This is an optimization exercise on Yosys and OpenROAD, whose aim is small area, a short achievable clock period and few clock cycles per item, not a production implementation.
Function was checked by simulation only, so behaviour that the tests miss may differ from the original.

`flow/design.v`:
```
module noz_comp (
    input  wire         clk,
    input  wire         rst,
    input  wire         start,
    output wire         ready,
    input  wire [383:0] lv_in,
    input  wire [127:0] out_in,
    input  wire [6:0]   first,
    input  wire [6:0]   last,
    input  wire         odd,
    input  wire         radius2,
    input  wire [2:0]   cap,
    input  wire         comp_en,
    input  wire [63:0]  vol,
    output reg          done,
    output wire [383:0] lv_out,
    output reg          lost,
    output reg  [7:0]   out_cnt
);
    localparam N = 128;
    localparam S_IDLE = 2'd0;
    localparam S_SCAN = 2'd1;
    localparam S_CAND = 2'd2;
    localparam S_FIN  = 2'd3;
    reg  [1:0]   state;
    reg  [2:0]   lv [0:N-1];
    reg  [N-1:0] outm;
    reg  [N-1:0] elig;
    reg  [7:0]   volr [0:7];
    reg  [6:0]   first_r, last_r;
    reg          odd_r, rad2_r, en_r;
    reg  [2:0]   cap_r;
    reg  [6:0]   idx;         
    reg  [1:0]   step;        
    reg  signed [9:0] vrem;   
    assign ready = (state == S_IDLE);
    genvar gi;
    generate
        for (gi = 0; gi < N; gi = gi + 1) begin : g_out
            assign lv_out[3*gi +: 3] = (en_r && outm[gi]) ? 3'd0 : lv[gi];
        end
    endgenerate
    reg  [2:0] ld_lv  [0:N-1];
    reg  [N-1:0] ld_deck;
    integer i;
    always @(*) begin
        for (i = 0; i < N; i = i + 1) begin
            ld_deck[i] = (i >= first) && (i <= last);
            if (!ld_deck[i])
                ld_lv[i] = 3'd0;
            else if (lv_in[3*i +: 3] > cap)
                ld_lv[i] = cap;
            else
                ld_lv[i] = lv_in[3*i +: 3];
        end
    end
    wire [N-1:0] ld_om = ld_deck & out_in;
    reg  [3:0] c8 [0:15];
    reg  [4:0] c16 [0:7];
    reg  [5:0] c32 [0:3];
    reg  [6:0] c64 [0:1];
    reg  [7:0] ld_cnt;
    integer g, b;
    always @(*) begin
        for (g = 0; g < 16; g = g + 1) begin
            c8[g] = 4'd0;
            for (b = 0; b < 8; b = b + 1)
                c8[g] = c8[g] + {3'd0, ld_om[8*g + b]};
        end
        for (g = 0; g < 8; g = g + 1)
            c16[g] = {1'b0, c8[2*g]} + {1'b0, c8[2*g+1]};
        for (g = 0; g < 4; g = g + 1)
            c32[g] = {1'b0, c16[2*g]} + {1'b0, c16[2*g+1]};
        for (g = 0; g < 2; g = g + 1)
            c64[g] = {1'b0, c32[2*g]} + {1'b0, c32[2*g+1]};
        ld_cnt = {1'b0, c64[0]} + {1'b0, c64[1]};
    end
    wire        c_neg  = odd_r ? step[0] : ~step[0];
    wire [1:0]  c_dist = step[1] ? 2'd2 : 2'd1;
    wire signed [8:0] c_j = c_neg ? ($signed({2'b00, idx}) - $signed({7'd0, c_dist}))
                                  : ($signed({2'b00, idx}) + $signed({7'd0, c_dist}));
    wire        c_inr  = (c_j >= 0) && (c_j < N);
    wire [6:0]  c_jj   = c_j[6:0];
    wire        c_ok   = c_inr && elig[c_jj] && (vrem > 0);
    wire [2:0]  c_lv   = lv[c_jj];
    wire [7:0]  c_vol  = volr[c_lv];
    wire [9:0]  c_tgt  = {2'b00, c_vol} + vrem[9:0];
    reg  [2:0]  best;
    reg  [9:0]  bestd;
    reg  [9:0]  d;
    integer L;
    always @(*) begin
        best  = c_lv;
        bestd = vrem[9:0];
        d     = 10'd0;
        for (L = 1; L < 8; L = L + 1) begin
            if (L > c_lv && L <= cap_r) begin
                if ({2'b00, volr[L]} > c_tgt)
                    d = {2'b00, volr[L]} - c_tgt;
                else
                    d = c_tgt - {2'b00, volr[L]};
                if (d < bestd) begin
                    best  = L[2:0];
                    bestd = d;
                end
            end
        end
    end
    wire signed [9:0] c_vnew = vrem - $signed({2'b00, volr[best]}) + $signed({2'b00, c_vol});
    wire signed [9:0] v_after = c_ok ? c_vnew : vrem;
    wire [1:0]  last_step = rad2_r ? 2'd3 : 2'd1;
    wire [6:0]  end_idx   = odd_r ? first_r : last_r;
    wire [6:0]  next_idx  = odd_r ? idx - 7'd1 : idx + 7'd1;
    integer k;
    always @(posedge clk) begin
        done <= 1'b0;
        if (rst) begin
            state <= S_IDLE;
            lost  <= 1'b0;
        end else begin
            case (state)
            S_IDLE: begin
                if (start) begin
                    for (k = 0; k < N; k = k + 1)
                        lv[k] <= ld_lv[k];
                    outm    <= out_in;
                    elig    <= ld_deck & ~out_in;
                    for (k = 0; k < 8; k = k + 1)
                        volr[k] <= vol[8*k +: 8];
                    first_r <= first;
                    last_r  <= last;
                    odd_r   <= odd;
                    rad2_r  <= radius2;
                    cap_r   <= cap;
                    en_r    <= comp_en;
                    out_cnt <= ld_cnt;
                    lost    <= 1'b0;
                    idx     <= odd ? last : first;
                    if (comp_en && first <= last)
                        state <= S_SCAN;
                    else
                        state <= S_FIN;
                end
            end
            S_SCAN: begin
                if (outm[idx]) begin
                    vrem  <= {2'b00, volr[lv[idx]]};
                    step  <= 2'd0;
                    state <= S_CAND;
                end else if (idx == end_idx) begin
                    state <= S_FIN;
                end else begin
                    idx <= next_idx;
                end
            end
            S_CAND: begin
                if (c_ok)
                    lv[c_jj] <= best;
                vrem <= v_after;
                if (step == last_step) begin
                    if (v_after > 0)
                        lost <= 1'b1;
                    if (idx == end_idx)
                        state <= S_FIN;
                    else begin
                        idx   <= next_idx;
                        state <= S_SCAN;
                    end
                end else begin
                    step <= step + 2'd1;
                end
            end
            S_FIN: begin
                done  <= 1'b1;
                state <= S_IDLE;
            end
            endcase
        end
    end
endmodule
```
`flow/run.sh`:
```
#!/bin/bash
# synth_recipe.tcl (not shown) runs the flow's synth.tcl, then flattens the netlist and writes it again
# the make line also repeats each setting of config.mk as NAME=value (left out here)
make -C /OpenROAD-flow-scripts/flow DESIGN_CONFIG=/design/flow/config.mk WORK_HOME=/design/flow/orfs CLKGATE_MAP_FILE= SYNTH_SCRIPT=/design/flow/synth_recipe.tcl finish
```
`flow/config.mk`:
```
export PLATFORM = sky130hd
export DESIGN_NAME = noz_comp
export DESIGN_NICKNAME = noz_comp
export VERILOG_FILES = /design/flow/design.v
export SDC_FILE = /design/flow/constraint.sdc
export NUM_CORES = 4
export LEC_CHECK = 0
export CAP_MARGIN = 20
export CORE_MARGIN = 2
export CORE_UTILIZATION = 40
export PLACE_DENSITY = 0.6
export SLEW_MARGIN = 20
```
`flow/constraint.sdc`:
```
create_clock -name core_clock -period 40.0 [get_ports {clk}]
set_input_delay 8.0000 -clock core_clock [delete_from_list [all_inputs] [get_ports {clk}]]
set_output_delay 8.0000 -clock core_clock [all_outputs]
set_load 0.01 [all_outputs]
```
==> reports/qor.yml <==
layout:
  area_growth_pct: 22.7
  fillers: 16500
  drive_above_1_share_pct: 7.64
  stdcell_count: 10900
  nets: 9726
critical_path:
  rrSetupSlack_ns: 7.76
  slowest_stage: "a2111oi_0"
  crit_fanout: 48
  end_kind: "flop"
  r2r-end: "lost$_SDFFE_PP0P_"
  ff2ff_path_depth: 115
  critPathMaxStageDelay_ns: 0.90
  required_ns: 40.66
  timing.rr.start: "step[1]$_SDFFCE_PN0P_"
  startpoint_type: "flop"
  startpoint: "step[1]$_SDFFCE_PN0P_"
  worst-setup-path-type: "reg2reg"
  crit_arrival_ns: 32.90
yosys:
  yosysUniqueCellTypes: 105
  syn_nets: 8848
  synthFlopType: "edfxtp_1"
  ys.warnings.count: 7
  ys_seq_elements: 762
  synthesis.area_um2: 71100
  synthTopCellsByArea: "edfxtp_1, ha_1, mux2i_1, mux4_2, nand2_1"
  ys_async_sr_fraction_pct: 0
  synth_edf_count: 751
  seq_area_frac_synth_pct: 32.0
  synth_top_area_share_pct: 31.7
  synthCells: 7505
  yosysTopAreaCell: "edfxtp_1"
  postSynthAreaPerCell_um2: 9.48
die:
  core_um2: 176000
  die_area_um2: 181000
  rows: 154
  ios: 994
  initial_utilization_pct: 40.3
  die_y_um: 426
  chipWidth_um: 426
clock_network:
  cts-root-buf: "clkbuf_16"
  cts_setup_buffers: 0
  htree_levels: 3
  clkTransAtPathRegs_ns: 0.06
  cts_buffers: 90
  hold_buffers: 0
  cts_sinks: 762
  cts_tree: "done"
  clk_latency_ns: 0.83
  clockBufferDepth: 3
  post_cts_resized: 0
grt:
  track_usage_pct: 49.6
  grt_pass1_vias: 69700
  grt_max_degree: 116
  grt-ovfl-total: 0
  grt_pass1_wl_mm: 606
  antenna_found_initial: 100
min_path:
  hp-start: "lost$_SDFFE_PP0P_"
  worstHoldPathCells: 2
  min_to: "lost$_SDFFE_PP0P_"
  hp-class: "reg2reg"
placed_design:
  hpwl_mm: 373
  io_buffers: 993
  dp.cells: 10600
  gp_congestion: 1.15
sta:
  finalSetupTns_ns: 0
  fin_crit_ns: 32.24
  finalMaxSlewViolations: 0
  period_share_pct: 80.6
  finalHoldViolCount: 0
  worst_pin_slew_ns: 1.29
  relSlewSlack_pct: 11.9
  max_freq_mhz: 31.0
  rsz0062_at_grt: "false"
  finalSetupViolations: 0
  finClkSkew_ns: 0.0696
routing:
  drt_iter0_drc: 10100
  totalWireLength_mm: 462
  ant_nets: 0
  drc_errors: 0
  firstDrtPassIters: 9
  vias: 73100
  wl_per_cell_um: 42.5
  via_per_inst: 6.73
run_status:
  status: "timing/DRC/antenna clean"
run:
  drv_cap: 0
through the flow:
step	area, um2	hold WS (ns)	setup slack [ns]	util (%)
global placement	84000	0.496	8.38	47.6
CTS	87000	0.508	8.04	49.3
floorplan	71100	0.492	13.82	-
global route	87200	0.530	6.20	49.4
finish	87300	0.519	7.76	49.4
detailed placement	84100	0.501	8.13	47.6
final cells by class:
cell class	count	area, um2	share of cell area (%)
tap	2340	2930	3.36
clock inverter	55	592	0.678
clock buffer	108	2370	2.72
sequential	762	22800	26.1
timing repair buffer	1177	11400	13.0
multi-input combinational	5756	44800	51.4
antenna	68	170	0.195
inverter	596	2250	2.58
worst max path at each step:
stage,slack [ns],to
CTS,8.04,lost$_SDFFE_PP0P_
finish,7.76,lost$_SDFFE_PP0P_
global route,6.20,lost$_SDFFE_PP0P_
detailed placement,8.13,lost$_SDFFE_PP0P_
floorplan,13.82,lost$_SDFFE_PP0P_
global placement,8.38,lost$_SDFFE_PP0P_
cell usage in the layout (no fill, tap or decap), drive strengths merged, types with 188 or more instances in the layout:
master and n:
ha 603, o31ai 398, nand2 922, buf 188, mux2i 572, inv 595, a21oi 361, and2 401
edfxtp 751, clkdlybuf4s50 988, o21ai 396, nor2 454
sequential cells by signal, summed over array words and instances (netlist names), 8 cells and up, named ones only:
register / cells
outm: 128
lv: 384
out_cnt: 8
vrem: 10
volr: 64
elig: 128
synth_stat cells, drive strengths merged (18+ instances only):
library cell  count
nand2           922
edfxtp          751
ha              603
inv             592
mux2i           572
nor2            454
and2            401
o31ai           398
o21ai           396
a21oi           361
clkbuf          258
mux4            185
a21o            177
a31oi           160
fa              141
buf             133
nand3            81
o22ai            74
xnor2            70
nor2b            65
nor3             61
o211ai           61
nand4            53
nand2b           46
mux2             35
o221ai           35
a211oi           33
xor2             28
a2111oi          22
o21bai           21
o21a             19
or3              19
and3             18
or2              18
per-layer routing:
metal	vias to the layer above	share of wire [%]	GRT usage (%)	routed length [um]
met5	-	0.068	0.212	316
met4	44	14	54.8	63200
met3	2002	11	15.0	50000
met2	6058	43	75.1	200000
met1	35400	32	52.6	148000
li1	29600	-	-	-
kinds of logic (layout without fill, tap and decap cells):
logic type               count (synthesis)  in the layout  share of synthesized area [%]
AO/OA/AOI/OAI                         1918           1918                           17.7
XOR/XNOR                                98             98                           1.24
adder cells (fa/ha/maj)                744            744                           14.6
buffers and inverters                  987           1936                           5.44
flip-flops                             762            762                           32.0
multiplexers                           792            792                           14.5
other                                    0             68                              0
AND/OR/NAND/NOR                       2204           2204                           14.5
worst max-delay path: cells and delay by family, from the launching register on:
family	cells	cell delay, ns
AO/OA/AOI/OAI	60	14.40
XOR/XNOR	2	0.27
adder cells (fa/ha/maj)	14	5.19
buffers and inverters	10	2.57
flip-flops	1	0.49
multiplexers	4	1.35
AND/OR/NAND/NOR	25	7.62
Testbench counts, summed over its fixed seeds: cycles 428,557, lines 3,200.

[what the ideal ports hide]
Ports are ideal in the flow. The routed layout listed here was re-timed in OpenROAD. Step 1 sets driving cells, clkbuf_16 on the clock port and buf_2 on the other inputs (assumed; they add their load-dependent delay and slew). Step 2 adds t to the input delays and takes it off the output delays; t is the mean of the earliest and latest rising clock arrival at the registers after step 1. Input paths then give back, and output paths get back, about the clock's delay inside the block. Three values: ideal, step 1, step 2; two values: the first two.
t (ns): 0.892
slack for setup (ns): 7.760 / 7.760 / 7.760
clock arrival spread, ns: 0.070 / 0.070
slew at the worst register clock pin (ns): 0.08 / 0.08
After both steps setup and hold are still met in this run. The setup slack of this run moves by 0.000 ns with the drivers and by 0.000 ns with both steps.
